Source: an optimization exercise on an open RTL-to-GDS flow (aim: small area, a short achievable clock period and few clock cycles per item). Production flows keep margins and buffers that such runs may drop. Function was checked by simulation only, so behaviour that the tests miss may differ from the original. Power figures rest on the tool's default switching activity, not on a simulated workload.

// flume_limit
module flume_limit (
    input  wire        clk,
    input  wire        rst,             
    input  wire        in_valid,
    output wire        in_ready,
    input  wire [19:0] in_v_r,          
    input  wire [19:0] in_v_g,
    input  wire [19:0] in_v_b,
    input  wire [3:0]  in_tag,
    input  wire [15:0] in_master,       
    input  wire [19:0] in_ceil,         
    input  wire [19:0] in_fs,           
    input  wire [19:0] in_fg,           
    input  wire        in_emerg,        
    input  wire [19:0] in_elvl,         
    input  wire [19:0] in_pk,           
    input  wire [1:0]  in_sigma,        
    input  wire [15:0] in_d16,          
    output reg         out_valid,
    input  wire        out_ready,
    output wire [19:0] out_v_r,         
    output wire [19:0] out_v_g,
    output wire [19:0] out_v_b,
    output reg  [19:0] out_fs,          
    output reg         out_yield,       
    output reg  [19:0] out_m0,          
    output reg  [15:0] out_dpx          
);
clock: 13.0 ns
lec_check: 0
abc_area: 1
cap_margin: 20
core_margin: 2
core_utilization: 40
slew_margin: 20
standard.sh (not shown) runs the stock make flow with config.mk's settings and CLKGATE_MAP_FILE= SYNTH_SCRIPT=/design/flow/synth_recipe.tcl, a recipe that flattens the netlist after the stock synthesis.
==> flow/flow/run.sh <==
#!/bin/bash
# Standard synthesis and layout; the only change is that the port buffers
# that global placement inserts are the smallest buffer cell.
set -euo pipefail
bash standard.sh synth > synth.log 2>&1
export BUFFER_PORTS_ARGS="-buffer_cell sky130_fd_sc_hd__buf_1"
bash standard.sh finish > layout.log 2>&1
The first run completed with no timing, DRC or antenna violations.
Testbench counts at the start, summed over its fixed seeds: cycles 94,225, pixels 9,000.
Next try:
--- a/flow/design.v
+++ b/flow/design.v
@@ -55,28 +55,27 @@
     assign in_v[2] = in_v_b;
     wire        start    = in_valid && (!out_valid || out_ready);
     wire [19:0] fs_e     = (in_emerg && in_elvl > in_fs) ? in_elvl : in_fs;
     wire        vz       = in_emerg && (in_tag != 4'hF);
     wire        domaster = (in_tag <= 4'd8) && !vz && (in_master != 16'hFFFF);
     wire [15:0] mfac     = in_master + {15'd0, in_master[15]};    
     wire [19:0] m01  = (ov[1] > ov[0]) ? ov[1] : ov[0];
     wire [19:0] mx   = (ov[2] > m01) ? ov[2] : m01;
     wire        yld  = out_fs > in_ceil;
     wire [19:0] cpr  = xr;                                 
     wire [19:0] cmx  = yld ? out_fs : in_ceil;
     wire        hit  = !cflag && (out_m0 > cpr);           
-    wire        cf   = in_ceil < in_fg;
-    wire        fsgt = cf ? yld : (out_fs > in_fg);        
-    wire [19:0] flm  = fsgt ? out_fs : (cf ? in_ceil : in_fg);
-    wire [19:0] flr  = hr;
+    wire [19:0] cfg  = (in_ceil < in_fg) ? in_ceil : in_fg;
+    wire [19:0] flc  = (out_fs > rh[2][19:0]) ? out_fs : rh[2][19:0];
+    wire [19:0] flr  = cflag ? hr : flc;                   
     wire        gt0  = ov[0] > flr;
     wire        gt1  = ov[1] > flr;
     wire        gt2  = ov[2] > flr;
     wire [19:0] mfl  = (gt0 || gt1 || gt2) ? out_m0 : flr;    
     wire [19:0] upk  = (cpr < in_pk) ? cpr : in_pk;        
     wire [20:0] sa   = {1'b0, rh[0][19:0]} - {1'b0, out_m0};    
     wire [20:0] sb   = {1'b0, out_m0} - {1'b0, out_fs};         
     wire        pos  = !sa[20] && (sa[19:0] != 20'd0) && !sb[20] && (sb[19:0] != 20'd0);
     wire [19:0] dnum = (sa[19:0] < sb[19:0]) ? sa[19:0] : sb[19:0];
     wire        gtl  = !lt && out_dpx[1:0] > hr[1:0];        
     wire [15:0] dsel = gtl ? hr[15:0] : out_dpx;              
     wire [15:0] ksrc = st[S_SW0] ? in_d16 : dsel;
@@ -149,41 +148,42 @@
                             MD_CEIL: st <= 8'd1 << S_CDIV;
                             default: begin
                                 for (i = 0; i < 3; i = i + 1)
                                     ov[i] <= mt[i][20] ? FULL : mt[i][19:0];
                                 st <= 8'd1 << S_IDLE;
                             end
                         endcase
                     end
                 end
                 st[S_MAX]: begin
                     out_m0    <= mx;
                     out_yield <= yld;
-                    hr        <= flm;
+                    rh[2]     <= cfg;
                     cflag     <= 1'b0;
                     xr        <= cmx;
                     st <= 8'd1 << S_FLOOR;
                 end
                 st[S_CDIV]: begin
                     cnt <= cnt + 4'd1;
                     for (i = 0; i < 3; i = i + 1) begin
                         rh[i] <= dr2[i][19:0];
                         ov[i] <= {ov[i][17:0], dq1[i], dq2[i]};
                     end
                     if (cnt == 4'd9) begin
                         st <= 8'd1 << S_FLOOR;
                     end
                 end
                 st[S_FLOOR]: if (hit) begin
                     cflag <= 1'b1;
+                    hr    <= flc;
                     for (i = 0; i < 3; i = i + 1) rh[i] <= 20'd0;
                     mode  <= MD_CEIL;
                     cnt   <= 4'd0;
                     st <= 8'd1 << S_MUL;
                 end else begin
                     ov[0]  <= gt0 ? ov[0] : flr;
                     ov[1]  <= gt1 ? ov[1] : flr;
                     ov[2]  <= gt2 ? ov[2] : flr;
                     out_m0 <= cflag ? cpr : mfl;
                     rh[0]  <= upk;
                     if (nosw) begin
                         out_dpx <= 16'd0;
What happened:
- setup slack improved by 0.15 ns
- wire length decreases by a few percent
- power decreases slightly
- register-to-register slack improved by 0.15 ns
- critical path depth increases by 2
Testbench counts after the change, summed over its fixed seeds: cycles 94,225, pixels 9,000.

re-timing with driven ports:
Ports are ideal in the flow. The routed layouts listed here were re-timed in OpenROAD. Step 1 sets driving cells, clkbuf_16 on the clock port and buf_2 on the other inputs (assumed; they add their load-dependent delay and slew). Step 2 also shifts input and output timing later by t, the mid clock arrival at the registers, as if the neighbouring blocks saw the same clock. Three values: ideal ports, drivers, drivers and shift; two values: the first two.
run | t, ns | setup WS [ns] | latest minus earliest clock arrival (ns) | cell pins on the clock port's net
the first run | 0.653 | 6.228 / 6.228 / 6.228 | 0.044 / 0.043 | 1
the second run | 0.641 | 6.377 / 6.377 / 6.377 | 0.036 / 0.036 | 1
After both steps every run listed still meets setup and hold.
